Context: an optimization exercise on an open-source flow, tuned for small area, a short achievable clock period and few clock cycles per item. The choices shown serve that exercise and are no tape-out recipe.
At most, simulation tests tie the RTL to the original design; equivalence was not proved.
The RTL of run 1 was laid out without a check of its function.
Power figures rest on the tool's default switching activity, not on a simulated workload.

==> flow/design.v (outline; a module is shown in full before it is edited, if it fits) <==
// module srv_loop_block: 424 lines
// module slb_mac_chain: 643 lines
// module slb_mac_p: 1737 lines
// module slb_mac_gain: 491 lines
module srv_loop_block (
    input  wire        clk,
    input  wire        rst,           
    input  wire        wr_en,
    input  wire [7:0]  wr_addr,
    input  wire [31:0] wr_data,
    input  wire        run_valid,
    output wire        run_ready,
    input  wire        run_close,     
    input  wire [15:0] run_m,         
    input  wire [15:0] run_now,       
    input  wire [15:0] run_ff,        
    input  wire [15:0] run_openval,   
    output wire        done,
    output wire [15:0] y,
    output wire [15:0] v,
    output wire [31:0] i_out,
    output wire        iclamp,
    output wire        aw,
    output wire        esign          
);
  // ...
==> flow/run.sh <==
#!/bin/bash
# synth_recipe.tcl (not shown) runs the flow's synth.tcl, then flattens the netlist and writes it again
# the make line also repeats each setting of config.mk as NAME=value (left out here)
make -C /OpenROAD-flow-scripts/flow DESIGN_CONFIG=/design/flow/config.mk WORK_HOME=/design/flow/orfs CLKGATE_MAP_FILE= SYNTH_SCRIPT=/design/flow/synth_recipe.tcl finish
==> flow/config.mk <==
export PLATFORM = sky130hd
export DESIGN_NAME = srv_loop_block
export DESIGN_NICKNAME = srv_loop_block
export VERILOG_FILES = /design/flow/design.v
export SDC_FILE = /design/flow/constraint.sdc
export NUM_CORES = 4
export LEC_CHECK = 0
export CAP_MARGIN = 20
export CORE_MARGIN = 2
export CORE_UTILIZATION = 40
export PLACE_DENSITY = 0.6
export SETUP_SLACK_MARGIN = 5
export SLEW_MARGIN = 20
==> flow/constraint.sdc <==
create_clock -name core_clock -period 14.0 [get_ports {clk}]
set_input_delay 2.8000 -clock core_clock [delete_from_list [all_inputs] [get_ports {clk}]]
set_output_delay 2.8000 -clock core_clock [all_outputs]
set_load 0.01 [all_outputs]
==> impl_metrics.toml, run 1 <==
[place]
portBuffers = 175

[critical_path]
timing.rr.start = "g_e[3]"
arrival_ps = 5940

[pwr]
pwr-share-clk = 0.243
power.internal_mw = 15.3

[cells_and_area]
multi_input_area_sq_um = 78700
nMultiInputCombCells = 10600
diodes = 12
area_delta_synth_final_pct = 9.88
bufAreaShareNonClock = 0.0329
layout_commonest_cell = "edfxtp_1"
multi_input_area_share = 0.468
finalNetCount = 16500
finalNonFillerCells = 20300

[clocking]
numCtsBuffers = 235
clkSinkCount = 2266
htreeDepth = 4
cts.path.max_buffers = 4

[yosys]
synth_ff_type = "edfxtp_1"
yosysWarnings = 11
syn_area_sq_um = 153000

[outcome]
outcome = "complete, no violations"

[die]
coreArea_sq_um = 381000
core.rowCount = 227

[detailed_routing]
firstDrtPassIters = 8
vias = 127000

[sta]
tns_ps = 0
final-hold-violation-count = 0
period_needed_ps = 8740

[global_routing]
grt_start_max_net_pins = 90
==> module srv_loop_block, before the edit <==
module srv_loop_block (
    input  wire        clk,
    input  wire        rst,           
    input  wire        wr_en,
    input  wire [7:0]  wr_addr,
    input  wire [31:0] wr_data,
    input  wire        run_valid,
    output wire        run_ready,
    input  wire        run_close,     
    input  wire [15:0] run_m,         
    input  wire [15:0] run_now,       
    input  wire [15:0] run_ff,        
    input  wire [15:0] run_openval,   
    output wire        done,
    output wire [15:0] y,
    output wire [15:0] v,
    output wire [31:0] i_out,
    output wire        iclamp,
    output wire        aw,
    output wire        esign          
);
    function signed [15:0] sat16;
        input signed [24:0] a;
        begin
            if (a > 25'sd32767)
                sat16 = 16'sh7fff;
            else if (a < -25'sd32768)
                sat16 = -16'sh8000;
            else
                sat16 = a[15:0];
        end
    endfunction
    function signed [15:0] rsat;
        input signed [39:0] u;
        reg   signed [24:0] hi;
        reg                 inc;
        begin
            hi  = u[39:15];
            inc = !u[39] && (&u[14:0]);
            if (hi > 25'sd32767 || (hi == 25'sd32767 && inc))
                rsat = 16'sh7fff;
            else if (hi < -25'sd32768)
                rsat = -16'sh8000;
            else
                rsat = hi[15:0] + {15'd0, inc};
        end
    endfunction
    reg signed [15:0] gain;
    reg        [1:0]  gshift;
    reg signed [15:0] ki;
    reg        [3:0]  ki_shift;
    reg        [14:0] iclamp_lim;
    reg signed [15:0] limit_lo, limit_hi;
    reg        [2:0]  nn, nb;
    reg signed [15:0] cb0 [0:9];
    reg signed [15:0] cb1 [0:9];
    reg signed [15:0] cb2 [0:9];
    reg signed [15:0] ca1 [0:9];
    reg signed [15:0] ca2 [0:9];
    reg        [1:0]  csh [0:9];
    reg signed [15:0] sx1 [0:9];
    reg signed [15:0] sx2 [0:9];
    reg signed [15:0] sy1 [0:9];
    reg signed [15:0] sy2 [0:9];
    reg        [9:0]  zw0, zw1, zw2;    
    reg        [9:0]  zst;              
    reg signed [31:0] integ;
    reg               aw_r;
    reg               esign_r;
    reg               wpend;
    reg        [5:0]  wa;           
    reg        [31:0] wd;
    reg               va;
    reg signed [15:0] a_e, a_ff, a_ov;
    reg               a_close;
    reg               vg;
    reg        [1:0]  g_ph;         
    reg signed [15:0] g_e, g_x0, g_ff, g_ov;
    reg signed [18:0] g_a;          
    reg               g_c;          
    reg signed [32:0] g_iv;         
    reg               g_close;
    reg               vc;
    reg        [9:0]  c_oh;         
    reg        [9:0]  p_oh;         
    reg        [9:0]  s_c0, s_c1, s_c2, s_st;
    reg               c_last;
    reg signed [15:0] c_x, c_ff;
    reg signed [32:0] c_iv;
    reg               c_ez, c_en, c_close;
    reg        [39:0] p_ra, p_rb;   
    reg signed [18:0] b0_r;         
    reg        [1:0]  sh_r;
    reg signed [15:0] x1_r, y1_r;   
    reg               vo1;
    reg signed [15:0] o_up, o_ff;
    reg signed [32:0] o_iv;
    reg               o_ez, o_en, o_close;
    reg               vo2;
    reg signed [16:0] q_upff;
    reg signed [17:0] q_ulo, q_uhi;
    reg signed [16:0] q_ui;
    reg signed [31:0] q_i;
    reg               q_ic, q_cact, q_cneg, q_close, q_keep;
    wire pipe_empty = !va && !vg && !vc && !vo1 && !vo2;
    assign run_ready = !va && !(wpend && !pipe_empty);
    wire accept = run_valid && run_ready;
    wire wapply = wpend && pipe_empty;
    wire [2:0] nn_eff = nn[2] ? 3'd4 : nn;
    wire [2:0] nb_eff = (nb == 3'd7) ? 3'd6 : nb;
    wire       has_n  = (nn_eff != 3'd0);
    wire       has_b  = (nb_eff != 3'd0);
    wire       s_zero = !has_n && !has_b;
    wire [9:0] act;
    assign act[0] = (nn_eff > 3'd0);
    assign act[1] = (nn_eff > 3'd1);
    assign act[2] = (nn_eff > 3'd2);
    assign act[3] = (nn_eff > 3'd3);
    assign act[4] = (nb_eff > 3'd0);
    assign act[5] = (nb_eff > 3'd1);
    assign act[6] = (nb_eff > 3'd2);
    assign act[7] = (nb_eff > 3'd3);
    assign act[8] = (nb_eff > 3'd4);
    assign act[9] = (nb_eff > 3'd5);
    wire [9:0] first_oh = has_n ? 10'b0000000001 : 10'b0000010000;
    function [9:0] next_oh;
        input [9:0] cur;
        input [9:0] a;
        reg   [9:0] sh;
        begin
            sh = {cur[8:0], 1'b0} & a;
            if (sh != 10'd0)
                next_oh = sh;
            else if ((cur[3:0] != 4'd0) && a[4])
                next_oh = 10'b0000010000;
            else
                next_oh = 10'd0;
        end
    endfunction
    wire [9:0] p_next   = next_oh(p_oh, act);
    wire [9:0] f_next   = next_oh(first_oh, act);
    wire       s_one    = (f_next == 10'd0);
    wire c_adv   = vc && !c_last;
    wire c_fin   = vc && c_last;
    wire g_rdy   = vg && (g_ph != 2'd0);
    wire take    = g_rdy && !s_zero && (!vc || (c_last && !s_one));
    wire o1_go   = vo1 && !vo2;
    wire g_bypass = g_rdy && s_zero && (!vo1 || o1_go);    
    wire g_out   = take || g_bypass;
    wire a_to_g  = va && (!vg || g_out);
    reg signed [15:0] r_b0, r_b1, r_b2, r_a1, r_a2, r_x1, r_x2, r_y1, r_y2;
    reg        [1:0]  r_sh;
    integer j;
    always @* begin
        r_b0 = 16'sd0; r_b1 = 16'sd0; r_b2 = 16'sd0; r_a1 = 16'sd0; r_a2 = 16'sd0;
        r_x1 = 16'sd0; r_x2 = 16'sd0; r_y1 = 16'sd0; r_y2 = 16'sd0; r_sh = 2'd0;
        for (j = 0; j < 10; j = j + 1) begin
            r_b0 = r_b0 | (cb0[j] & {16{s_c0[j]}});
            r_b1 = r_b1 | (cb1[j] & {16{s_c0[j]}});
            r_b2 = r_b2 | (cb2[j] & {16{s_c1[j]}});
            r_a1 = r_a1 | (ca1[j] & {16{s_c1[j]}});
            r_a2 = r_a2 | (ca2[j] & {16{s_c2[j]}});
            r_sh = r_sh | (csh[j] & {2{s_c2[j]}});
            r_x1 = r_x1 | (sx1[j] & {16{s_st[j]}});
            r_x2 = r_x2 | (sx2[j] & {16{s_st[j]}});
            r_y1 = r_y1 | (sy1[j] & {16{s_st[j]}});
            r_y2 = r_y2 | (sy2[j] & {16{s_st[j]}});
        end
    end
    wire signed [15:0] m_b0 = r_b0;
    wire signed [15:0] m_b1 = r_b1;
    wire signed [15:0] m_b2 = r_b2;
    wire signed [15:0] m_a1 = r_a1;
    wire signed [15:0] m_a2 = r_a2;
    wire        [1:0]  m_sh = r_sh;
    wire signed [15:0] m_x1 = r_x1;
    wire signed [15:0] m_x2 = r_x2;
    wire signed [15:0] m_y1 = r_y1;
    wire signed [15:0] m_y2 = r_y2;
    wire [39:0] pc_a, pc_b;
    slb_mac_p u_pmac (
        .b1(m_b1), .x1(m_x1), .b2(m_b2), .x2(m_x2),
        .a1(m_a1), .y1(m_y1), .a2(m_a2), .y2(m_y2),
        .out_a(pc_a), .out_b(pc_b));
    wire [39:0] c_pa = p_ra;
    wire [39:0] c_pb = p_rb;
    wire signed [39:0] c_u;
    slb_mac_chain u_cmac (.a(b0_r), .x(c_x), .pa(c_pa), .pb(c_pb), .out(c_u));
    wire signed [15:0] c_y = rsat(c_u);
    wire signed [18:0] gsh = gain <<< gshift;
    wire signed [39:0] gu;
    slb_mac_gain u_gmac (.a(g_a), .e(g_e), .c(g_c ? 15'd16383 : 15'd0), .out(gu));
    wire signed [15:0] gx0 = (g_ph == 2'd2) ? g_x0 : rsat(gu);
    wire signed [31:0] pki = g_iv[31:0];
    wire        [3:0]  dsh = ki_shift - 4'd1;
    reg  signed [32:0] gdelta;
    always @* begin
        if (ki_shift == 4'd0)
            gdelta = {pki, 1'b0};
        else if (ki_shift == 4'd1)
            gdelta = {pki[31], pki};
        else
            gdelta = ($signed({pki[31], pki}) + $signed(33'sd1 <<< (dsh - 4'd1))
                      - $signed({32'd0, pki[31]})) >>> dsh;
    end
    wire signed [16:0] open_ui = $signed({g_ov[15], g_ov}) - $signed({g_ff[15], g_ff});
    wire signed [32:0] g_ivn   = (g_ph == 2'd2) ? g_iv : (g_close ? {open_ui, 16'd0} : gdelta);
    wire        aw_drop = aw_r && !o_ez && (o_en == esign_r);
    wire        aw_keep = aw_r && (o_ez || (o_en == esign_r));
    wire signed [33:0] i_unl = o_close ? {o_iv[32], o_iv}
                                       : ($signed({{2{integ[31]}}, integ}) + (aw_drop ? 34'sd0 : {o_iv[32], o_iv}));
    wire signed [33:0] i_lim = {3'b000, iclamp_lim, 16'd0};
    wire        i_over  = i_unl > i_lim;
    wire        i_under = i_unl < -i_lim;
    wire signed [31:0] i_new = i_over ? i_lim[31:0] : (i_under ? -i_lim[31:0] : i_unl[31:0]);
    wire        i_ic    = (i_new == $signed({1'b0, iclamp_lim, 16'd0})) ||
                          (i_new == -$signed({1'b0, iclamp_lim, 16'd0}));
    wire signed [33:0] ui_t = i_unl + 34'sd32768 - {33'd0, i_unl[33]};
    wire signed [16:0] ui_n = i_over  ? {2'b00, iclamp_lim} :
                              i_under ? -{2'b00, iclamp_lim} : ui_t[32:16];
    wire signed [16:0] upff = {o_up[15], o_up} + {o_ff[15], o_ff};
    wire signed [17:0] upff_lo = {o_up[15], o_up[15], o_up} + {o_ff[15], o_ff[15], o_ff}
                               - {limit_lo[15], limit_lo[15], limit_lo};
    wire signed [17:0] upff_hi = {o_up[15], o_up[15], o_up} + {o_ff[15], o_ff[15], o_ff}
                               - {limit_hi[15], limit_hi[15], limit_hi};
    wire signed [17:0] vsum = {q_upff[16], q_upff} + {q_ui[16], q_ui};
    wire signed [18:0] vlo  = {q_ulo[17], q_ulo} + {{2{q_ui[16]}}, q_ui};    
    wire signed [18:0] vhi  = {q_uhi[17], q_uhi} + {{2{q_ui[16]}}, q_ui};    
    wire signed [15:0] v_new = sat16({{7{vsum[17]}}, vsum});
    wire        lo_min  = (limit_lo == -16'sd32768);
    wire        hi_max  = (limit_hi == 16'sd32767);
    wire        hi_min  = (limit_hi == -16'sd32768);
    wire        lo_gt_hi = (limit_lo > limit_hi);
    wire        v_lt_lo = vlo[18] && !lo_min;                    
    wire        v_gt_hi = !vhi[18] && (vhi != 19'sd0) && !hi_max;  
    wire        v_lt_hi = vhi[18] && !hi_min;                    
    wire signed [15:0] y_new = lo_gt_hi ? limit_hi :
                               v_lt_lo  ? limit_lo :
                               v_gt_hi  ? limit_hi : v_new;
    wire        lim_act = lo_gt_hi ? (v_gt_hi || v_lt_hi) : (v_lt_lo || v_gt_hi);
    wire        lim_neg = lo_gt_hi ? v_lt_hi : v_lt_lo;
    wire        dir_neg = lim_act ? lim_neg : q_cneg;
    wire        aw_set  = lim_act | q_cact;
    wire        aw_nxt  = aw_set ? 1'b1 : (q_close ? 1'b0 : q_keep);
    wire        es_nxt  = aw_set ? (dir_neg ^ gain[15]) : esign_r;
    assign done   = vo2;
    assign y      = y_new;
    assign v      = v_new;
    assign i_out  = q_i;
    assign iclamp = q_ic;
    assign aw     = aw_nxt;
    assign esign  = es_nxt;
    wire signed [16:0] err_diff = $signed({run_now[15], run_now}) - $signed({run_m[15], run_m});
    reg [9:0] wsec;
    integer k;
    always @* begin
        for (k = 0; k < 10; k = k + 1)
            wsec[k] = wapply && (wa[5:2] == ((k < 4) ? (4'h8 + k) : (4'h2 + k - 4)));
    end
    wire [9:0] we0 = wsec & {10{wa[1:0] == 2'd0}};
    wire [9:0] we1 = wsec & {10{wa[1:0] == 2'd1}};
    wire [9:0] we2 = wsec & {10{wa[1:0] == 2'd2}};
    wire       zero_all = g_out && g_close;      
    wire [9:0] zw0_n = zw0 & ~we0;
    wire [9:0] zw1_n = zw1 & ~we1;
    wire [9:0] zw2_n = zw2 & ~we2;
    wire [9:0] zst_n = zero_all ? 10'h3ff : (vc ? (zst & ~c_oh) : zst);
    wire [9:0] p_oh_n = c_adv ? ((p_next == 10'd0) ? first_oh : p_next) :
                        take  ? (s_one ? first_oh : f_next) : first_oh;
    always @(posedge clk) begin
        for (k = 0; k < 10; k = k + 1) begin
            if (we0[k]) begin cb0[k] <= wd[15:0]; cb1[k] <= wd[31:16]; end
            if (we1[k]) begin cb2[k] <= wd[15:0]; ca1[k] <= wd[31:16]; end
            if (we2[k]) begin ca2[k] <= wd[15:0]; csh[k] <= wd[17:16]; end
            if (vc && c_oh[k]) begin
                sx2[k] <= x1_r;
                sx1[k] <= c_x;
                sy2[k] <= y1_r;
                sy1[k] <= c_y;
            end
        end
    end
    always @(posedge clk) begin
        if (rst) begin
            gain <= 16'sd0; gshift <= 2'd0; ki <= 16'sd0; ki_shift <= 4'd0;
            iclamp_lim <= 15'd0; limit_lo <= 16'sd0; limit_hi <= 16'sd0;
            nn <= 3'd0; nb <= 3'd0;
            zw0 <= 10'h3ff; zw1 <= 10'h3ff; zw2 <= 10'h3ff; zst <= 10'h3ff;
            integ <= 32'sd0; aw_r <= 1'b0; esign_r <= 1'b0;
            wpend <= 1'b0;
            va <= 1'b0; vg <= 1'b0; vc <= 1'b0; vo1 <= 1'b0; vo2 <= 1'b0;
        end else begin
            if (wr_en)
                wpend <= 1'b1;
            else if (wapply)
                wpend <= 1'b0;
            if (wapply) begin
                case (wa[5:2])
                    4'h0: begin
                        case (wa[1:0])
                            2'd0: begin gain <= wd[15:0]; gshift <= wd[17:16]; end
                            2'd1: begin ki <= wd[15:0]; ki_shift <= wd[19:16]; end
                            2'd2: iclamp_lim <= wd[14:0];
                            2'd3: begin limit_lo <= wd[15:0]; limit_hi <= wd[31:16]; end
                        endcase
                    end
                    4'h1: if (wa[1:0] == 2'd0) begin nb <= wd[2:0]; nn <= wd[6:4]; end
                    default: ;
                endcase
            end
            zw0 <= zw0_n;
            zw1 <= zw1_n;
            zw2 <= zw2_n;
            zst <= zst_n;
            if (accept)
                va <= 1'b1;
            else if (a_to_g)
                va <= 1'b0;
            if (a_to_g)
                vg <= 1'b1;
            else if (g_out)
                vg <= 1'b0;
            if (take)
                vc <= 1'b1;
            else if (c_fin)
                vc <= 1'b0;
            if (c_fin || g_bypass)
                vo1 <= 1'b1;
            else if (o1_go)
                vo1 <= 1'b0;
            vo2 <= o1_go;
            if (o1_go)
                integ <= i_new;
            if (vo2) begin
                aw_r    <= aw_nxt;
                esign_r <= es_nxt;
            end
        end
    end
    always @(posedge clk) begin
        if (wr_en) begin
            wa <= wr_addr[7:2];
            wd <= wr_data;
        end
        if (accept) begin
            a_e     <= run_close ? 16'sd0 : sat16({{8{err_diff[16]}}, err_diff});
            a_ff    <= run_ff;
            a_ov    <= run_openval;
            a_close <= run_close;
        end
        if (a_to_g) begin
            g_ph    <= 2'd0;
            g_e     <= a_e;
            g_a     <= {{3{ki[15]}}, ki};
            g_c     <= 1'b0;
            g_ff    <= a_ff;
            g_ov    <= a_ov;
            g_close <= a_close;
        end else if (vg && g_ph == 2'd0) begin
            g_iv <= {gu[31], gu[31:0]};
            g_a  <= gsh;
            g_c  <= 1'b1;
            g_ph <= 2'd1;
        end else if (vg && g_ph == 2'd1) begin
            g_x0 <= gx0;
            g_iv <= g_ivn;
            g_ph <= 2'd2;
        end
        p_ra <= (take && g_close) ? 40'd0 : (pc_a << m_sh);
        p_rb <= (take && g_close) ? 40'd0 : (pc_b << m_sh);
        x1_r <= (take && g_close) ? 16'sd0 : m_x1;
        y1_r <= (take && g_close) ? 16'sd0 : m_y1;
        b0_r <= m_b0 <<< m_sh;
        sh_r <= m_sh;
        if (c_adv) begin
            c_oh   <= p_oh;
            c_last <= (p_next == 10'd0);
            c_x    <= c_y;
        end else if (take) begin
            c_oh   <= first_oh;
            c_last <= s_one;
        end
        p_oh <= p_oh_n;
        s_c0 <= p_oh_n & ~zw0_n;
        s_c1 <= p_oh_n & ~zw1_n;
        s_c2 <= p_oh_n & ~zw2_n;
        s_st <= p_oh_n & ~zst_n;
        if (take) begin
            c_x     <= gx0;
            c_ff    <= g_ff;
            c_iv    <= g_ivn;
            c_ez    <= (g_e == 16'sd0);
            c_en    <= g_e[15];
            c_close <= g_close;
        end
        if (c_fin) begin
            o_up    <= c_y;
            o_ff    <= c_ff;
            o_iv    <= c_iv;
            o_ez    <= c_ez;
            o_en    <= c_en;
            o_close <= c_close;
        end else if (g_bypass) begin
            o_up    <= gx0;
            o_ff    <= g_ff;
            o_iv    <= g_ivn;
            o_ez    <= (g_e == 16'sd0);
            o_en    <= g_e[15];
            o_close <= g_close;
        end
        if (o1_go) begin
            q_upff  <= upff;
            q_ulo   <= upff_lo;
            q_uhi   <= upff_hi;
            q_ui    <= ui_n;
            q_i     <= i_new;
            q_ic    <= i_ic;
            q_cact  <= i_over | i_under;
            q_cneg  <= i_under;
            q_close <= o_close;
            q_keep  <= aw_keep;
        end
    end
endmodule
==> inputs of run 2 (changes only) <==
--- a/flow/design.v
+++ b/flow/design.v
@@ -11,13 +11,13 @@
     input  wire [15:0] run_now,       
     input  wire [15:0] run_ff,        
     input  wire [15:0] run_openval,   
-    output wire        done,
-    output wire [15:0] y,
-    output wire [15:0] v,
-    output wire [31:0] i_out,
-    output wire        iclamp,
-    output wire        aw,
-    output wire        esign          
+    output reg         done,
+    output reg  [15:0] y,
+    output reg  [15:0] v,
+    output reg  [31:0] i_out,
+    output reg         iclamp,
+    output reg         aw,
+    output reg         esign          
 );
     function signed [15:0] sat16;
         input signed [24:0] a;
@@ -77,32 +77,36 @@
     reg        [1:0]  g_ph;         
     reg signed [15:0] g_e, g_x0, g_ff, g_ov;
     reg signed [18:0] g_a;          
-    reg               g_c;          
+    reg        [14:0] g_c;
     reg signed [32:0] g_iv;         
     reg               g_close;
-    reg               vc;
-    reg        [9:0]  c_oh;         
-    reg        [9:0]  p_oh;         
-    reg        [9:0]  s_c0, s_c1, s_c2, s_st;
-    reg               c_last;
-    reg signed [15:0] c_x, c_ff;
-    reg signed [32:0] c_iv;
-    reg               c_ez, c_en, c_close;
-    reg        [39:0] p_ra, p_rb;   
-    reg signed [18:0] b0_r;         
-    reg        [1:0]  sh_r;
-    reg signed [15:0] x1_r, y1_r;   
+    reg        [1:0]  rv;           
+    reg        [1:0]  cv;           
+    reg               lead;         
+    reg        [9:0]  c_oh [0:1];   
+    reg        [9:0]  p_oh [0:1];   
+    reg        [1:0]  c_last;
+    reg signed [15:0] c_x  [0:1];
+    reg signed [15:0] c_ff [0:1];
+    reg signed [32:0] c_iv [0:1];
+    reg        [1:0]  c_ez, c_en, c_close;
+    reg        [39:0] p_ra [0:1];   
+    reg        [39:0] p_rb [0:1];
+    reg signed [18:0] b0_r [0:1];   
+    reg        [1:0]  sh_r [0:1];
+    reg signed [15:0] x1_r [0:1];   
+    reg signed [15:0] y1_r [0:1];
     reg               vo1;
     reg signed [15:0] o_up, o_ff;
     reg signed [32:0] o_iv;
     reg               o_ez, o_en, o_close;
     reg               vo2;
     reg signed [16:0] q_upff;
-    reg signed [17:0] q_ulo, q_uhi;
     reg signed [16:0] q_ui;
     reg signed [31:0] q_i;
     reg               q_ic, q_cact, q_cneg, q_close, q_keep;
-    wire pipe_empty = !va && !vg && !vc && !vo1 && !vo2;
+    wire [1:0] lbusy = rv | cv;
+    wire pipe_empty = !va && !vg && (lbusy == 2'b00) && !vo1 && !vo2;
     assign run_ready = !va && !(wpend && !pipe_empty);
     wire accept = run_valid && run_ready;
     wire wapply = wpend && pipe_empty;
@@ -137,59 +141,121 @@
                 next_oh = 10'd0;
         end
     endfunction
-    wire [9:0] p_next   = next_oh(p_oh, act);
     wire [9:0] f_next   = next_oh(first_oh, act);
     wire       s_one    = (f_next == 10'd0);
-    wire c_adv   = vc && !c_last;
-    wire c_fin   = vc && c_last;
+    wire [9:0] p_next0  = next_oh(p_oh[0], act);
+    wire [9:0] p_next1  = next_oh(p_oh[1], act);
+    wire [9:0] fr0 = cv[0] ? c_oh[0] : (rv[0] ? p_oh[0] : 10'd0);
+    wire [9:0] fr1 = cv[1] ? c_oh[1] : (rv[1] ? p_oh[1] : 10'd0);
+    wire [9:0] done0 = fr0 - 10'd1;
+    wire [9:0] done1 = fr1 - 10'd1;
     wire g_rdy   = vg && (g_ph != 2'd0);
-    wire take    = g_rdy && !s_zero && (!vc || (c_last && !s_one));
+    wire g_sec   = g_rdy && !s_zero;
+    wire take0   = g_sec && !rv[0] && (!g_close || !lbusy[1]);
+    wire take1   = g_sec && rv[0] && !rv[1] && (!g_close || !lbusy[0]);
+    wire ok_t0   = !(cv[0] && (c_oh[0] == first_oh)) && (!lbusy[1] || ((first_oh & done1) != 10'd0));
+    wire ok_t1   = !(cv[1] && (c_oh[1] == first_oh)) && (!lbusy[0] || ((first_oh & done0) != 10'd0));
+    wire ok_c0   = !(lbusy[1] && lead) || ((p_oh[0] & done1) != 10'd0);
+    wire ok_c1   = !(lbusy[0] && !lead) || ((p_oh[1] & done0) != 10'd0);
+    wire rd0     = take0 ? (ok_t0 || g_close) : (rv[0] && ok_c0);
+    wire rd1     = take1 ? (ok_t1 || g_close) : (rv[1] && ok_c1);
+    wire c_fin0  = cv[0] && c_last[0];
+    wire c_fin1  = cv[1] && c_last[1];
     wire o1_go   = vo1 && !vo2;
     wire g_bypass = g_rdy && s_zero && (!vo1 || o1_go);    
-    wire g_out   = take || g_bypass;
+    wire g_out   = take0 || take1 || g_bypass;
     wire a_to_g  = va && (!vg || g_out);
-    reg signed [15:0] r_b0, r_b1, r_b2, r_a1, r_a2, r_x1, r_x2, r_y1, r_y2;
-    reg        [1:0]  r_sh;
-    integer j;
+    reg signed [15:0] r0_b0, r0_b1, r0_b2, r0_a1, r0_a2, r0_x1, r0_x2, r0_y1, r0_y2;
+    reg        [1:0]  r0_sh;
+    reg               z0_0, z0_1, z0_2, z0_s;
+    integer j0;
     always @* begin
-        r_b0 = 16'sd0; r_b1 = 16'sd0; r_b2 = 16'sd0; r_a1 = 16'sd0; r_a2 = 16'sd0;
-        r_x1 = 16'sd0; r_x2 = 16'sd0; r_y1 = 16'sd0; r_y2 = 16'sd0; r_sh = 2'd0;
-        for (j = 0; j < 10; j = j + 1) begin
-            r_b0 = r_b0 | (cb0[j] & {16{s_c0[j]}});
-            r_b1 = r_b1 | (cb1[j] & {16{s_c0[j]}});
-            r_b2 = r_b2 | (cb2[j] & {16{s_c1[j]}});
-            r_a1 = r_a1 | (ca1[j] & {16{s_c1[j]}});
-            r_a2 = r_a2 | (ca2[j] & {16{s_c2[j]}});
-            r_sh = r_sh | (csh[j] & {2{s_c2[j]}});
-            r_x1 = r_x1 | (sx1[j] & {16{s_st[j]}});
-            r_x2 = r_x2 | (sx2[j] & {16{s_st[j]}});
-            r_y1 = r_y1 | (sy1[j] & {16{s_st[j]}});
-            r_y2 = r_y2 | (sy2[j] & {16{s_st[j]}});
+        r0_b0 = 16'sd0; r0_b1 = 16'sd0; r0_b2 = 16'sd0; r0_a1 = 16'sd0; r0_a2 = 16'sd0;
+        r0_x1 = 16'sd0; r0_x2 = 16'sd0; r0_y1 = 16'sd0; r0_y2 = 16'sd0; r0_sh = 2'd0;
+        z0_0 = 1'b0; z0_1 = 1'b0; z0_2 = 1'b0; z0_s = 1'b0;
+        for (j0 = 0; j0 < 10; j0 = j0 + 1) begin
+            r0_b0 = r0_b0 | (cb0[j0] & {16{p_oh[0][j0]}});
+            r0_b1 = r0_b1 | (cb1[j0] & {16{p_oh[0][j0]}});
+            r0_b2 = r0_b2 | (cb2[j0] & {16{p_oh[0][j0]}});
+            r0_a1 = r0_a1 | (ca1[j0] & {16{p_oh[0][j0]}});
+            r0_a2 = r0_a2 | (ca2[j0] & {16{p_oh[0][j0]}});
+            r0_x1 = r0_x1 | (sx1[j0] & {16{p_oh[0][j0]}});
+            r0_x2 = r0_x2 | (sx2[j0] & {16{p_oh[0][j0]}});
+            r0_y1 = r0_y1 | (sy1[j0] & {16{p_oh[0][j0]}});
+            r0_y2 = r0_y2 | (sy2[j0] & {16{p_oh[0][j0]}});
+            r0_sh = r0_sh | (csh[j0] & {2{p_oh[0][j0]}});
+            z0_0 = z0_0 | (zw0[j0] & p_oh[0][j0]);
+            z0_1 = z0_1 | (zw1[j0] & p_oh[0][j0]);
+            z0_2 = z0_2 | (zw2[j0] & p_oh[0][j0]);
+            z0_s = z0_s | (zst[j0] & p_oh[0][j0]);
         end
     end
-    wire signed [15:0] m_b0 = r_b0;
-    wire signed [15:0] m_b1 = r_b1;
-    wire signed [15:0] m_b2 = r_b2;
-    wire signed [15:0] m_a1 = r_a1;
-    wire signed [15:0] m_a2 = r_a2;
-    wire        [1:0]  m_sh = r_sh;
-    wire signed [15:0] m_x1 = r_x1;
-    wire signed [15:0] m_x2 = r_x2;
-    wire signed [15:0] m_y1 = r_y1;
-    wire signed [15:0] m_y2 = r_y2;
-    wire [39:0] pc_a, pc_b;
-    slb_mac_p u_pmac (
-        .b1(m_b1), .x1(m_x1), .b2(m_b2), .x2(m_x2),
-        .a1(m_a1), .y1(m_y1), .a2(m_a2), .y2(m_y2),
-        .out_a(pc_a), .out_b(pc_b));
-    wire [39:0] c_pa = p_ra;
-    wire [39:0] c_pb = p_rb;
-    wire signed [39:0] c_u;
-    slb_mac_chain u_cmac (.a(b0_r), .x(c_x), .pa(c_pa), .pb(c_pb), .out(c_u));
-    wire signed [15:0] c_y = rsat(c_u);
+    wire signed [15:0] m0_b0 = z0_0 ? 16'sd0 : r0_b0;
+    wire signed [15:0] m0_b1 = z0_0 ? 16'sd0 : r0_b1;
+    wire signed [15:0] m0_b2 = z0_1 ? 16'sd0 : r0_b2;
+    wire signed [15:0] m0_a1 = z0_1 ? 16'sd0 : r0_a1;
+    wire signed [15:0] m0_a2 = z0_2 ? 16'sd0 : r0_a2;
+    wire        [1:0]  m0_sh = z0_2 ? 2'd0   : r0_sh;
+    wire signed [15:0] m0_x1 = z0_s ? 16'sd0 : r0_x1;
+    wire signed [15:0] m0_x2 = z0_s ? 16'sd0 : r0_x2;
+    wire signed [15:0] m0_y1 = z0_s ? 16'sd0 : r0_y1;
+    wire signed [15:0] m0_y2 = z0_s ? 16'sd0 : r0_y2;
+    wire [39:0] pc0_a, pc0_b;
+    slb_mac_p u_pmac0 (
+        .b1(m0_b1), .x1(m0_x1), .b2(m0_b2), .x2(m0_x2),
+        .a1(m0_a1), .y1(m0_y1), .a2(m0_a2), .y2(m0_y2), .out_a(pc0_a), .out_b(pc0_b));
+    wire [39:0] c0_pa = p_ra[0] << sh_r[0];
+    wire [39:0] c0_pb = p_rb[0] << sh_r[0];
+    wire signed [39:0] c0_u;
+    slb_mac_chain u_cmac0 (.a(b0_r[0]), .x(c_x[0]), .pa(c0_pa), .pb(c0_pb), .out(c0_u));
+    wire signed [15:0] c0_y = rsat(c0_u);
+    reg signed [15:0] r1_b0, r1_b1, r1_b2, r1_a1, r1_a2, r1_x1, r1_x2, r1_y1, r1_y2;
+    reg        [1:0]  r1_sh;
+    reg               z1_0, z1_1, z1_2, z1_s;
+    integer j1;
+    always @* begin
+        r1_b0 = 16'sd0; r1_b1 = 16'sd0; r1_b2 = 16'sd0; r1_a1 = 16'sd0; r1_a2 = 16'sd0;
+        r1_x1 = 16'sd0; r1_x2 = 16'sd0; r1_y1 = 16'sd0; r1_y2 = 16'sd0; r1_sh = 2'd0;
+        z1_0 = 1'b0; z1_1 = 1'b0; z1_2 = 1'b0; z1_s = 1'b0;
+        for (j1 = 0; j1 < 10; j1 = j1 + 1) begin
+            r1_b0 = r1_b0 | (cb0[j1] & {16{p_oh[1][j1]}});
+            r1_b1 = r1_b1 | (cb1[j1] & {16{p_oh[1][j1]}});
+            r1_b2 = r1_b2 | (cb2[j1] & {16{p_oh[1][j1]}});
+            r1_a1 = r1_a1 | (ca1[j1] & {16{p_oh[1][j1]}});
+            r1_a2 = r1_a2 | (ca2[j1] & {16{p_oh[1][j1]}});
+            r1_x1 = r1_x1 | (sx1[j1] & {16{p_oh[1][j1]}});
+            r1_x2 = r1_x2 | (sx2[j1] & {16{p_oh[1][j1]}});
+            r1_y1 = r1_y1 | (sy1[j1] & {16{p_oh[1][j1]}});
+            r1_y2 = r1_y2 | (sy2[j1] & {16{p_oh[1][j1]}});
+            r1_sh = r1_sh | (csh[j1] & {2{p_oh[1][j1]}});
+            z1_0 = z1_0 | (zw0[j1] & p_oh[1][j1]);
+            z1_1 = z1_1 | (zw1[j1] & p_oh[1][j1]);
+            z1_2 = z1_2 | (zw2[j1] & p_oh[1][j1]);
+            z1_s = z1_s | (zst[j1] & p_oh[1][j1]);
+        end
+    end
+    wire signed [15:0] m1_b0 = z1_0 ? 16'sd0 : r1_b0;
+    wire signed [15:0] m1_b1 = z1_0 ? 16'sd0 : r1_b1;
+    wire signed [15:0] m1_b2 = z1_1 ? 16'sd0 : r1_b2;
+    wire signed [15:0] m1_a1 = z1_1 ? 16'sd0 : r1_a1;
+    wire signed [15:0] m1_a2 = z1_2 ? 16'sd0 : r1_a2;
+    wire        [1:0]  m1_sh = z1_2 ? 2'd0   : r1_sh;
+    wire signed [15:0] m1_x1 = z1_s ? 16'sd0 : r1_x1;
+    wire signed [15:0] m1_x2 = z1_s ? 16'sd0 : r1_x2;
+    wire signed [15:0] m1_y1 = z1_s ? 16'sd0 : r1_y1;
+    wire signed [15:0] m1_y2 = z1_s ? 16'sd0 : r1_y2;
+    wire [39:0] pc1_a, pc1_b;
+    slb_mac_p u_pmac1 (
+        .b1(m1_b1), .x1(m1_x1), .b2(m1_b2), .x2(m1_x2),
+        .a1(m1_a1), .y1(m1_y1), .a2(m1_a2), .y2(m1_y2), .out_a(pc1_a), .out_b(pc1_b));
+    wire [39:0] c1_pa = p_ra[1] << sh_r[1];
+    wire [39:0] c1_pb = p_rb[1] << sh_r[1];
+    wire signed [39:0] c1_u;
+    slb_mac_chain u_cmac1 (.a(b0_r[1]), .x(c_x[1]), .pa(c1_pa), .pb(c1_pb), .out(c1_u));
+    wire signed [15:0] c1_y = rsat(c1_u);
     wire signed [18:0] gsh = gain <<< gshift;
     wire signed [39:0] gu;
-    slb_mac_gain u_gmac (.a(g_a), .e(g_e), .c(g_c ? 15'd16383 : 15'd0), .out(gu));
+    slb_mac_gain u_gmac (.a(g_a), .e(g_e), .c(g_c), .out(gu));
     wire signed [15:0] gx0 = (g_ph == 2'd2) ? g_x0 : rsat(gu);
     wire signed [31:0] pki = g_iv[31:0];
     wire        [3:0]  dsh = ki_shift - 4'd1;
@@ -219,37 +285,16 @@
     wire signed [16:0] ui_n = i_over  ? {2'b00, iclamp_lim} :
                               i_under ? -{2'b00, iclamp_lim} : ui_t[32:16];
     wire signed [16:0] upff = {o_up[15], o_up} + {o_ff[15], o_ff};
-    wire signed [17:0] upff_lo = {o_up[15], o_up[15], o_up} + {o_ff[15], o_ff[15], o_ff}
-                               - {limit_lo[15], limit_lo[15], limit_lo};
-    wire signed [17:0] upff_hi = {o_up[15], o_up[15], o_up} + {o_ff[15], o_ff[15], o_ff}
-                               - {limit_hi[15], limit_hi[15], limit_hi};
     wire signed [17:0] vsum = {q_upff[16], q_upff} + {q_ui[16], q_ui};
-    wire signed [18:0] vlo  = {q_ulo[17], q_ulo} + {{2{q_ui[16]}}, q_ui};    
-    wire signed [18:0] vhi  = {q_uhi[17], q_uhi} + {{2{q_ui[16]}}, q_ui};    
     wire signed [15:0] v_new = sat16({{7{vsum[17]}}, vsum});
-    wire        lo_min  = (limit_lo == -16'sd32768);
-    wire        hi_max  = (limit_hi == 16'sd32767);
-    wire        hi_min  = (limit_hi == -16'sd32768);
-    wire        lo_gt_hi = (limit_lo > limit_hi);
-    wire        v_lt_lo = vlo[18] && !lo_min;                    
-    wire        v_gt_hi = !vhi[18] && (vhi != 19'sd0) && !hi_max;  
-    wire        v_lt_hi = vhi[18] && !hi_min;                    
-    wire signed [15:0] y_new = lo_gt_hi ? limit_hi :
-                               v_lt_lo  ? limit_lo :
-                               v_gt_hi  ? limit_hi : v_new;
-    wire        lim_act = lo_gt_hi ? (v_gt_hi || v_lt_hi) : (v_lt_lo || v_gt_hi);
-    wire        lim_neg = lo_gt_hi ? v_lt_hi : v_lt_lo;
+    wire signed [15:0] y_new = (v_new < limit_lo) ? ((limit_lo > limit_hi) ? limit_hi : limit_lo)
+                                                  : ((v_new > limit_hi) ? limit_hi : v_new);
+    wire        lim_act = (y_new != v_new);
+    wire        lim_neg = (v_new < y_new);
     wire        dir_neg = lim_act ? lim_neg : q_cneg;
     wire        aw_set  = lim_act | q_cact;
     wire        aw_nxt  = aw_set ? 1'b1 : (q_close ? 1'b0 : q_keep);
     wire        es_nxt  = aw_set ? (dir_neg ^ gain[15]) : esign_r;
-    assign done   = vo2;
-    assign y      = y_new;
-    assign v      = v_new;
-    assign i_out  = q_i;
-    assign iclamp = q_ic;
-    assign aw     = aw_nxt;
-    assign esign  = es_nxt;
     wire signed [16:0] err_diff = $signed({run_now[15], run_now}) - $signed({run_m[15], run_m});
     reg [9:0] wsec;
     integer k;
@@ -261,22 +306,23 @@
     wire [9:0] we1 = wsec & {10{wa[1:0] == 2'd1}};
     wire [9:0] we2 = wsec & {10{wa[1:0] == 2'd2}};
     wire       zero_all = g_out && g_close;      
-    wire [9:0] zw0_n = zw0 & ~we0;
-    wire [9:0] zw1_n = zw1 & ~we1;
-    wire [9:0] zw2_n = zw2 & ~we2;
-    wire [9:0] zst_n = zero_all ? 10'h3ff : (vc ? (zst & ~c_oh) : zst);
-    wire [9:0] p_oh_n = c_adv ? ((p_next == 10'd0) ? first_oh : p_next) :
-                        take  ? (s_one ? first_oh : f_next) : first_oh;
+    wire [9:0] upd0 = cv[0] ? c_oh[0] : 10'd0;
+    wire [9:0] upd1 = cv[1] ? c_oh[1] : 10'd0;
     always @(posedge clk) begin
         for (k = 0; k < 10; k = k + 1) begin
             if (we0[k]) begin cb0[k] <= wd[15:0]; cb1[k] <= wd[31:16]; end
             if (we1[k]) begin cb2[k] <= wd[15:0]; ca1[k] <= wd[31:16]; end
             if (we2[k]) begin ca2[k] <= wd[15:0]; csh[k] <= wd[17:16]; end
-            if (vc && c_oh[k]) begin
-                sx2[k] <= x1_r;
-                sx1[k] <= c_x;
-                sy2[k] <= y1_r;
-                sy1[k] <= c_y;
+            if (upd0[k]) begin
+                sx2[k] <= x1_r[0];
+                sx1[k] <= c_x[0];
+                sy2[k] <= y1_r[0];
+                sy1[k] <= c0_y;
+            end else if (upd1[k]) begin
+                sx2[k] <= x1_r[1];
+                sx1[k] <= c_x[1];
+                sy2[k] <= y1_r[1];
+                sy1[k] <= c1_y;
             end
         end
     end
@@ -288,7 +334,8 @@
             zw0 <= 10'h3ff; zw1 <= 10'h3ff; zw2 <= 10'h3ff; zst <= 10'h3ff;
             integ <= 32'sd0; aw_r <= 1'b0; esign_r <= 1'b0;
             wpend <= 1'b0;
-            va <= 1'b0; vg <= 1'b0; vc <= 1'b0; vo1 <= 1'b0; vo2 <= 1'b0;
+            va <= 1'b0; vg <= 1'b0; rv <= 2'b00; cv <= 2'b00; vo1 <= 1'b0; vo2 <= 1'b0;
+            done <= 1'b0;
         end else begin
             if (wr_en)
                 wpend <= 1'b1;
@@ -308,10 +355,13 @@
                     default: ;
                 endcase
             end
-            zw0 <= zw0_n;
-            zw1 <= zw1_n;
-            zw2 <= zw2_n;
-            zst <= zst_n;
+            zw0 <= zw0 & ~we0;
+            zw1 <= zw1 & ~we1;
+            zw2 <= zw2 & ~we2;
+            if (zero_all)
+                zst <= 10'h3ff;
+            else
+                zst <= zst & ~upd0 & ~upd1;
             if (accept)
                 va <= 1'b1;
             else if (a_to_g)
@@ -320,17 +370,24 @@
                 vg <= 1'b1;
             else if (g_out)
                 vg <= 1'b0;
-            if (take)
-                vc <= 1'b1;
-            else if (c_fin)
-                vc <= 1'b0;
-            if (c_fin || g_bypass)
+            cv[0] <= rd0;
+            cv[1] <= rd1;
+            if (take0)
+                rv[0] <= !(rd0 && s_one);
+            else if (rd0)
+                rv[0] <= (p_next0 != 10'd0);
+            if (take1)
+                rv[1] <= !(rd1 && s_one);
+            else if (rd1)
+                rv[1] <= (p_next1 != 10'd0);
+            if (c_fin0 || c_fin1 || g_bypass)
                 vo1 <= 1'b1;
             else if (o1_go)
                 vo1 <= 1'b0;
             vo2 <= o1_go;
             if (o1_go)
                 integ <= i_new;
+            done <= vo2;
             if (vo2) begin
                 aw_r    <= aw_nxt;
                 esign_r <= es_nxt;
@@ -352,54 +409,82 @@
             g_ph    <= 2'd0;
             g_e     <= a_e;
             g_a     <= {{3{ki[15]}}, ki};
-            g_c     <= 1'b0;
+            g_c     <= 15'd0;
             g_ff    <= a_ff;
             g_ov    <= a_ov;
             g_close <= a_close;
         end else if (vg && g_ph == 2'd0) begin
             g_iv <= {gu[31], gu[31:0]};
             g_a  <= gsh;
-            g_c  <= 1'b1;
+            g_c  <= 15'd16383;
             g_ph <= 2'd1;
         end else if (vg && g_ph == 2'd1) begin
             g_x0 <= gx0;
             g_iv <= g_ivn;
             g_ph <= 2'd2;
         end
-        p_ra <= (take && g_close) ? 40'd0 : (pc_a << m_sh);
-        p_rb <= (take && g_close) ? 40'd0 : (pc_b << m_sh);
-        x1_r <= (take && g_close) ? 16'sd0 : m_x1;
-        y1_r <= (take && g_close) ? 16'sd0 : m_y1;
-        b0_r <= m_b0 <<< m_sh;
-        sh_r <= m_sh;
-        if (c_adv) begin
-            c_oh   <= p_oh;
-            c_last <= (p_next == 10'd0);
-            c_x    <= c_y;
-        end else if (take) begin
-            c_oh   <= first_oh;
-            c_last <= s_one;
-        end
-        p_oh <= p_oh_n;
-        s_c0 <= p_oh_n & ~zw0_n;
-        s_c1 <= p_oh_n & ~zw1_n;
-        s_c2 <= p_oh_n & ~zw2_n;
-        s_st <= p_oh_n & ~zst_n;
-        if (take) begin
-            c_x     <= gx0;
-            c_ff    <= g_ff;
-            c_iv    <= g_ivn;
-            c_ez    <= (g_e == 16'sd0);
-            c_en    <= g_e[15];
-            c_close <= g_close;
-        end
-        if (c_fin) begin
-            o_up    <= c_y;
-            o_ff    <= c_ff;
-            o_iv    <= c_iv;
-            o_ez    <= c_ez;
-            o_en    <= c_en;
-            o_close <= c_close;
+        p_ra[0] <= (take0 && g_close) ? 40'd0 : pc0_a;
+        p_rb[0] <= (take0 && g_close) ? 40'd0 : pc0_b;
+        x1_r[0] <= (take0 && g_close) ? 16'sd0 : m0_x1;
+        y1_r[0] <= (take0 && g_close) ? 16'sd0 : m0_y1;
+        b0_r[0] <= m0_b0 <<< m0_sh;
+        sh_r[0] <= m0_sh;
+        p_ra[1] <= (take1 && g_close) ? 40'd0 : pc1_a;
+        p_rb[1] <= (take1 && g_close) ? 40'd0 : pc1_b;
+        x1_r[1] <= (take1 && g_close) ? 16'sd0 : m1_x1;
+        y1_r[1] <= (take1 && g_close) ? 16'sd0 : m1_y1;
+        b0_r[1] <= m1_b0 <<< m1_sh;
+        sh_r[1] <= m1_sh;
+        if (take0) lead <= lbusy[1];
+        if (take1) lead <= !lbusy[0];
+        if (cv[0] && !c_last[0])
+            c_x[0] <= c0_y;
+        if (take0) begin
+            c_x[0]     <= gx0;
+            c_ff[0]    <= g_ff;
+            c_iv[0]    <= g_ivn;
+            c_ez[0]    <= (g_e == 16'sd0);
+            c_en[0]    <= g_e[15];
+            c_close[0] <= g_close;
+        end
+        if (rd0) begin
+            c_oh[0]   <= p_oh[0];
+            c_last[0] <= (p_next0 == 10'd0);
+            p_oh[0]   <= (p_next0 == 10'd0) ? first_oh : p_next0;
+        end else if (!rv[0] && !take0) begin
+            p_oh[0]   <= first_oh;
+        end
+        if (cv[1] && !c_last[1])
+            c_x[1] <= c1_y;
+        if (take1) begin
+            c_x[1]     <= gx0;
+            c_ff[1]    <= g_ff;
+            c_iv[1]    <= g_ivn;
+            c_ez[1]    <= (g_e == 16'sd0);
+            c_en[1]    <= g_e[15];
+            c_close[1] <= g_close;
+        end
+        if (rd1) begin
+            c_oh[1]   <= p_oh[1];
+            c_last[1] <= (p_next1 == 10'd0);
+            p_oh[1]   <= (p_next1 == 10'd0) ? first_oh : p_next1;
+        end else if (!rv[1] && !take1) begin
+            p_oh[1]   <= first_oh;
+        end
+        if (c_fin0) begin
+            o_up    <= c0_y;
+            o_ff    <= c_ff[0];
+            o_iv    <= c_iv[0];
+            o_ez    <= c_ez[0];
+            o_en    <= c_en[0];
+            o_close <= c_close[0];
+        end else if (c_fin1) begin
+            o_up    <= c1_y;
+            o_ff    <= c_ff[1];
+            o_iv    <= c_iv[1];
+            o_ez    <= c_ez[1];
+            o_en    <= c_en[1];
+            o_close <= c_close[1];
         end else if (g_bypass) begin
             o_up    <= gx0;
             o_ff    <= g_ff;
@@ -410,8 +495,6 @@
         end
         if (o1_go) begin
             q_upff  <= upff;
-            q_ulo   <= upff_lo;
-            q_uhi   <= upff_hi;
             q_ui    <= ui_n;
             q_i     <= i_new;
             q_ic    <= i_ic;
@@ -420,6 +503,12 @@
             q_close <= o_close;
             q_keep  <= aw_keep;
         end
+        y      <= y_new;
+        v      <= v_new;
+        i_out  <= q_i;
+        iclamp <= q_ic;
+        aw     <= aw_nxt;
+        esign  <= es_nxt;
     end
 endmodule
 module slb_mac_chain (
--- a/flow/config.mk
+++ b/flow/config.mk
@@ -5,6 +5,7 @@
 export SDC_FILE = /design/flow/constraint.sdc
 export NUM_CORES = 4
 export LEC_CHECK = 0
+export ABC_AREA = 1
 export CAP_MARGIN = 20
 export CORE_MARGIN = 2
 export CORE_UTILIZATION = 40
==> run 2 against run 1 <==
Effect of this change:
- maximum frequency shrank 3.9%
- clock skew shrank 21 ps
- global-route usage increased by 5.4 points
- wire length grew 56%
- setup slack worse by 360 ps
- sequential power up 19%
- worst hold slack got worse by 94 ps
==> impl_metrics.toml, run 2 <==
[place]
gp_congestion = 1.02
portBuffers = 175
dp_cells = 29400
dp_hpwl_um = 631000
dp_slack_ps = 4010

[sta]
final-hold-violation-count = 0
fin_crit_sh = 0.650
slew_violations = 0
fin_skew_ps = 87.6
fmax_mhz = 110
tns_ps = 0
rsz0062_at_grt = "yes"
maxSlewHeadroom = 0.130
finalSetupViolations = 0
timing.final.ws_setup_ps = 4900
tightest_slew_ps = 1300
period_needed_ps = 9100

[global_routing]
grt_use_met3 = 0.126
grt_overflow_total = 0
grt_use_met2 = 0.468
grt_use_met1 = 0.447
gr-usage-all-layers = 0.335
grt_pass1_vias = 169000
grt_start_max_net_pins = 83
grt_busiest_layer = "met2"
antenna_found_initial = 77
grt_pass1_wl_um = 1230000

[detailed_routing]
viasPerCell = 5.97
wl_um = 883000
drt_iter0_drc = 26900
avgRoutedWirePerCell_um = 29.3
vias = 180000
drcViolationCount = 0
postRouteAntennaNets = 0
firstDrtPassIters = 10

[pwr]
power.internal_mw = 22.8
netSwitchingFraction = 0.542
pwr-share-seq = 0.188
p_switching_mw = 27.0
leakagePower_nw = 92.5
peakVddDrop_mv = 0.654
pwr-share-clk = 0.153
comb_power_share = 0.659
powerDensity_nw_per_um2 = 225

[cells_and_area]
layout_common_cells = "4600 x nand2_1, 3506 x inv_1, 1982 x edfxtp_1"
nFillCells = 49100
seq_area_sq_um = 69200
multi_input_area_sq_um = 114000
drive_above_1_share = 0.0671
area_delta_synth_final_pct = 10.3
finalNetCount = 25300
layout_commonest_cell = "nand2_1"
finalNonFillerCells = 30100
utilization = 0.443

[clocking]
clk_pin_slew_ps = 60
clkSinkCount = 2467
cts_hold_buf = 0
insertion_delay_ps = 1000
cts.path.max_buffers = 4
numCtsBuffers = 281
cts_tree = "done"
root_buffer = "clkbuf_16"
htreeDepth = 5

[yosys]
postSynthCellCount = 23500
yosysWarnings = 43
synth_most_common_cell = "nand2_1"
synthTopCellsByCount = "4656 x nand2_1, 3535 x inv_1, 1982 x edfxtp_1"
avgSynthCellArea_sq_um = 8.56
syn_area_sq_um = 201000
synth-seq-cells = 2467
synth.distinct_cells = 82
synth-async-reset-ratio = 0
ys_seq_area_frac = 0.344
yosysTopAreaCellShare = 0.296
ys_top_cells_by_area = "edfxtp_1 30%, fa_1 14%, nand2_1 8.7%"
syn_nets = 25700
synth_edf_count = 1982
synth_ff_type = "edfxtp_1"
synth_top_cell_by_area = "edfxtp_1"

[critical_path]
cp_num_buf_inv = 10
slowest_stage = "nand4_1"
critPathLaunchType = "flop"
worst_setup_path_end_kind = "flop"
worstPathMaxFanout = 54
cp_slowest_stage_delay_ps = 960
path_class = "flop to flop"
arrival_ps = 9930
cp.required_ps = 14830
crit_family = "adder cells"

[outcome]
outcome = "complete, no violations"

[run]
max-cap-violations = 0

[die]
fp.dieH_um = 713
coreArea_sq_um = 501000
core.rowCount = 260
die-area_sq_um = 508000
start_util = 0.401
die_w_um = 713
boundaryPins = 178

[worst_hold_path]
hp-class = "flop to flop"
-- run 2: cell types whose count changed after synthesis, sizes merged, moves of 663 or more --
cell | previous run | this run
nand2 | 1174 | 4688
inv | 1343 | 3637
xor2 | 112 | 1602
o22ai | 415 | 1461
fa | 788 | 1451
-- run 2: per-layer routing --
| layer | vias to the layer above | wire [um] |
|---|---|---|
| met3 | 2183 | 135000 |
| met1 | 87500 | 339000 |
| met5 | - | 355 |
| li1 | 77700 | - |
| met4 | 38 | 56000 |
| met2 | 12500 | 352000 |
-- run 2: repair_timing --
action / in CTS / in global routing
cloned: 0 / 2
endpoints found under the setup margin: 284 / 268
resized for setup: 69 / 137
pin swaps: 10 / 17
setup buffers: 30 / 84
endpoints found under the hold margin: 0 / 0
-- run 2: cell families after synthesis --
family / after synthesis / share of synthesized area
simple gates: 7150 / 0.147
buf+inv: 5061 / 0.0979
xor+xnor: 1672 / 0.0729
other cells: 1 / 0.0000186
compound gates: 5034 / 0.153
mux: 50 / 0.00250
fa+ha+maj: 2053 / 0.182
flops: 2467 / 0.344
-- run 2: worst paths after layout --
path | start | endpoint | slack, ps | cells past startpoint
min reg2reg | q_i[14] | i_out[14] | 320 | 0
max | p_oh[1][0] | p_rb[1][19] | 4900 | 27
min | q_i[14] | i_out[14] | 320 | 0
max reg2reg | p_oh[1][0] | p_rb[1][19] | 4900 | 27
-- run 2: cell type report --
class	count	area share
Multi-Input combinational cell	16000	0.514
Sequential cell	2467	0.312
Inverter	3665	0.0627
Tap cell	6681	0.0377
Clock buffer	357	0.0341
Timing Repair Buffer	776	0.0315
Clock inverter	153	0.00787
Antenna cell	49	0.000553
-- run 2: power groups by stage --
| stage | sequential (mW) | clock (mW) | combinational, mW |
|---|---|---|---|
| 2_1_floorplan | 9.26 | 0 | 21.4 |
| 3_3_place_gp | 9.48 | 0 | 31.8 |
| 3_5_place_dp | 9.48 | 0 | 31.7 |
| 4_1_cts | 9.33 | 7.62 | 32.0 |
| 5_1_grt | 9.36 | 7.89 | 36.0 |
| 6_report | 9.35 | 7.63 | 32.8 |
-- run 2: per-stage QoR --
step	hold slack, ps	cell area (sq um)	total power, mW
2_1_floorplan	323	201000	30.7
3_3_place_gp	327	210000	41.3
3_5_place_dp	328	210000	41.2
4_1_cts	308	220000	49.0
5_1_grt	321	222000	53.3
6_report	319	222000	49.8
-- run 2: worst reg2reg max path, delay by kind of cell, from the launching register on --
family                   cells  cell delay, ps
AO/OA/AOI/OAI                5            1140
flip-flops                   1             410
AND/OR/NAND/NOR              4            1810
buffers and inverters       10            1970
XOR/XNOR                     1             130
adder cells (fa/ha/maj)      7            3490
Testbench counts of run 2, summed over its fixed seeds: cycles 7,125, runs 1,920.
==> inputs of run 3 (changes only) <==
--- a/flow/design.v
+++ b/flow/design.v
@@ -14,8 +14,8 @@
     output reg         done,
     output reg  [15:0] y,
     output reg  [15:0] v,
-    output reg  [31:0] i_out,
-    output reg         iclamp,
+    output wire [31:0] i_out,
+    output wire        iclamp,
     output reg         aw,
     output reg         esign          
 );
@@ -94,8 +94,6 @@
     reg        [39:0] p_rb [0:1];
     reg signed [18:0] b0_r [0:1];   
     reg        [1:0]  sh_r [0:1];
-    reg signed [15:0] x1_r [0:1];   
-    reg signed [15:0] y1_r [0:1];
     reg               vo1;
     reg signed [15:0] o_up, o_ff;
     reg signed [32:0] o_iv;
@@ -295,6 +293,8 @@
     wire        aw_set  = lim_act | q_cact;
     wire        aw_nxt  = aw_set ? 1'b1 : (q_close ? 1'b0 : q_keep);
     wire        es_nxt  = aw_set ? (dir_neg ^ gain[15]) : esign_r;
+    assign i_out  = q_i;
+    assign iclamp = q_ic;
     wire signed [16:0] err_diff = $signed({run_now[15], run_now}) - $signed({run_m[15], run_m});
     reg [9:0] wsec;
     integer k;
@@ -313,15 +313,15 @@
             if (we0[k]) begin cb0[k] <= wd[15:0]; cb1[k] <= wd[31:16]; end
             if (we1[k]) begin cb2[k] <= wd[15:0]; ca1[k] <= wd[31:16]; end
             if (we2[k]) begin ca2[k] <= wd[15:0]; csh[k] <= wd[17:16]; end
+            if (upd0[k] || upd1[k]) begin
+                sx2[k] <= zst[k] ? 16'sd0 : sx1[k];
+                sy2[k] <= zst[k] ? 16'sd0 : sy1[k];
+            end
             if (upd0[k]) begin
-                sx2[k] <= x1_r[0];
                 sx1[k] <= c_x[0];
-                sy2[k] <= y1_r[0];
                 sy1[k] <= c0_y;
             end else if (upd1[k]) begin
-                sx2[k] <= x1_r[1];
                 sx1[k] <= c_x[1];
-                sy2[k] <= y1_r[1];
                 sy1[k] <= c1_y;
             end
         end
@@ -425,14 +425,10 @@
         end
         p_ra[0] <= (take0 && g_close) ? 40'd0 : pc0_a;
         p_rb[0] <= (take0 && g_close) ? 40'd0 : pc0_b;
-        x1_r[0] <= (take0 && g_close) ? 16'sd0 : m0_x1;
-        y1_r[0] <= (take0 && g_close) ? 16'sd0 : m0_y1;
         b0_r[0] <= m0_b0 <<< m0_sh;
         sh_r[0] <= m0_sh;
         p_ra[1] <= (take1 && g_close) ? 40'd0 : pc1_a;
         p_rb[1] <= (take1 && g_close) ? 40'd0 : pc1_b;
-        x1_r[1] <= (take1 && g_close) ? 16'sd0 : m1_x1;
-        y1_r[1] <= (take1 && g_close) ? 16'sd0 : m1_y1;
         b0_r[1] <= m1_b0 <<< m1_sh;
         sh_r[1] <= m1_sh;
         if (take0) lead <= lbusy[1];
@@ -505,8 +501,6 @@
         end
         y      <= y_new;
         v      <= v_new;
-        i_out  <= q_i;
-        iclamp <= q_ic;
         aw     <= aw_nxt;
         esign  <= es_nxt;
     end
==> run 3 against run 2 <==
Effect of this change:
- cell area down 1.2%
- register-to-register slack better by 90 ps
- die area down 1.2%
- critical path type unchanged
- critical endpoint is now p_rb[1][14]
- highest routed layer unchanged
==> impl_metrics.toml, run 3 <==
[outcome]
outcome = "complete, no violations"

[cells_and_area]
fin_area_sq_um = 219000
finalNonFillerCells = 29700
area_delta_synth_final_pct = 10.3
utilization = 0.443
layout_commonest_cell = "nand2_1"
drive_above_1_share = 0.0739
layout_common_cells = "4231 x nand2_1, 3684 x inv_1, 1982 x edfxtp_1"
finalNetCount = 25000

[sta]
hold_slack_ps = 405
timing.final.ws_setup_ps = 4990
fin_skew_ps = 89.2
rsz0062_at_grt = "yes"
period_needed_ps = 9010
fmax_mhz = 111
final-hold-violation-count = 0
tightest_slew_ps = 1320
tns_ps = 0
slew_violations = 0
fin_crit_sh = 0.643
maxSlewHeadroom = 0.115
finalSetupViolations = 0

[clocking]
root_buffer = "clkbuf_16"
numCtsBuffers = 279
clkSinkCount = 2370
cts.path.max_buffers = 4
htreeDepth = 5
clk_pin_slew_ps = 60
cts_hold_buf = 0
cts_tree = "done"
insertion_delay_ps = 1010

[global_routing]
antenna_found_initial = 48
grt_pass1_wl_um = 1190000
gr-usage-all-layers = 0.326
grt_pass1_vias = 165000
grt_start_max_net_pins = 91
grt_overflow_total = 0

[run]
max-cap-violations = 0

[pwr]
comb_power_share = 0.686
powerDensity_nw_per_um2 = 241
peakVddDrop_mv = 0.982
p_switching_mw = 29.6
power.internal_mw = 23.3
power_mw = 52.9
leakagePower_nw = 92.1
netSwitchingFraction = 0.559
pwr-share-clk = 0.143
pwr-share-seq = 0.170

[detailed_routing]
avgRoutedWirePerCell_um = 28.4
vias = 174000
wl_um = 844000
drt_iter0_drc = 24700
firstDrtPassIters = 9
drcViolationCount = 0
viasPerCell = 5.87
postRouteAntennaNets = 0

[yosys]
synth_ff_type = "edfxtp_1"
ys_seq_area_frac = 0.339
synth-xor-area-share = 0.0730
syn_nets = 25300
yosysWarnings = 39
syn_area_sq_um = 199000
synth-seq-cells = 2370
synth-async-reset-ratio = 0
ys_top_cells_by_area = "edfxtp_1 30%, fa_1 15%, nand2_1 8.1%"
synth_edf_count = 1982
synthTopCellsByCount = "4287 x nand2_1, 3702 x inv_1, 1982 x edfxtp_1"
synth.distinct_cells = 86
synthAdderAreaFrac = 0.184
synth_most_common_cell = "nand2_1"
yosysTopAreaCellShare = 0.300
synth_top_cell_by_area = "edfxtp_1"
synth_top_family_by_area = "adder cells"
muxShareOfSynthArea = 0.00248
avgSynthCellArea_sq_um = 8.59
postSynthCellCount = 23100
synth-compound-area-share = 0.151
synthSimpleGateAreaFrac = 0.149

[worst_hold_path]
hp-class = "flop to flop"

[die]
die_w_um = 709
coreArea_sq_um = 494000
die-area_sq_um = 502000
boundaryPins = 178
core.rowCount = 258
fp.dieH_um = 709
start_util = 0.402

[critical_path]
cp_common_cell = "fa_1"
worstPathMaxFanout = 30
path_class = "flop to flop"
cp_num_buf_inv = 9
crit_chain = "buf_4 > inv_6 > o22ai_1 > nor4_2 > buf_4 > inv_1 > a31oi_1 > inv_1 > o22ai_1 > xor2_1 > fa_1 > fa_1 > inv_1 > fa_1 > fa_1 > inv_1 > fa_1 > inv_1 > fa_1 > fa_1 > inv_1 > fa_1"
cp_slowest_stage_delay_ps = 850
arrival_ps = 9830
cp.required_ps = 14820
critPathLaunchType = "flop"
slowest_stage = "a31oi_1"
worst_setup_path_end_kind = "flop"
crit_family = "adder cells"

[place]
dp_hpwl_um = 606000
dp_cells = 29100
placed_area_sq_um = 208000
dp_slack_ps = 3950
gp_congestion = 1.00
portBuffers = 175
## run 3: kinds of logic after synthesis
kind of cell,Yosys count
mux,49
buf+inv,5178
simple gates,7099
compound gates,4724
fa+ha+maj,2053
xor+xnor,1652
other cells,1
flops,2370
## run 3: worst paths after layout
path	from	cells after the start	slack [ps]	end
max	p_oh[1][0]	22	4990	p_rb[1][14]
min	a_e[6]	0	400	g_e[6]
max reg2reg	p_oh[1][0]	22	4990	p_rb[1][14]
min reg2reg	a_e[6]	0	400	g_e[6]
## run 3: final cells by class
| cell class | count | area, sq um |
|---|---|---|
| inverter | 3855 | 14600 |
| clock inverter | 147 | 1740 |
| multi-input combinational | 15600 | 113000 |
| timing repair buffer | 749 | 6640 |
| clock buffer | 358 | 7500 |
| fill | 48200 | 275000 |
| antenna | 24 | 60.1 |
| sequential | 2370 | 67300 |
| tap | 6630 | 8300 |
## run 3: worst reg2reg max path: cells and delay by family, from the launching register on
kind / cells / cell delay (ps)
XOR/XNOR: 1 / 200
flip-flops: 1 / 630
AO/OA/AOI/OAI: 3 / 1420
adder cells (fa/ha/maj): 8 / 3990
buffers and inverters: 9 / 2490
AND/OR/NAND/NOR: 1 / 150
## run 3: metal layers
layer	track usage	vias to the layer above	wire, um
met5	0	-	288
met1	0.429	84800	324000
met2	0.465	11200	342000
met3	0.113	2139	118000
met4	0.186	44	59400
li1	-	76200	-
## run 3: power by group through the flow
| stage | clock network, mW | logic, mW | registers [mW] |
|---|---|---|---|
| 3_3_place_gp | 0 | 34.8 | 9.16 |
| 5_1_grt | 7.85 | 39.8 | 9.03 |
| 6_report | 7.57 | 36.3 | 9.02 |
| 3_5_place_dp | 0 | 34.8 | 9.16 |
| 4_1_cts | 7.59 | 35.1 | 9.01 |
| 2_1_floorplan | 0 | 22.5 | 9.03 |
## run 3: what timing repair did
action                                  CTS  global route
pin swaps                                 8            11
gates resized for setup                  73           156
endpoints found under the setup margin  276           261
buffers inserted                         56            73
Testbench counts of run 3, summed over its fixed seeds: cycles 7,125, runs 1,920.

[what the ideal ports hide]
No port has a modelled driver above. Below, the same layouts with a new extraction and two added sets of constraints. Step 1 (the two cells are an assumption about what drives the block):
set clk [get_ports {clk}]
set_driving_cell -lib_cell sky130_fd_sc_hd__clkbuf_16 $clk
set_driving_cell -lib_cell sky130_fd_sc_hd__buf_2 [delete_from_list [all_inputs] $clk]
Step 2 times the ports against the registers' clock, not the clock port: input delays grow and output delays shrink by t, the midpoint of the rising clock arrivals with the driver on. Slacks: ideal / step 1 / step 2; pairs: ideal / step 1.
run	t (ns)	slack for setup (ns)	hold slack, ns	worst setup path after step 2	latest minus earliest clock arrival (ns)
run 1	1.037	5.256 / 5.152 / 5.297	0.413 / 0.413 / 0.413	register to register	0.110 / 0.110
run 2	1.080	4.901 / 4.901 / 4.901	0.319 / 0.319 / 0.319	register to register	0.104 / 0.104
run 3	1.098	4.993 / 4.993 / 4.993	0.405 / 0.405 / 0.405	register to register	0.096 / 0.096
After both steps every run listed still meets setup and hold.
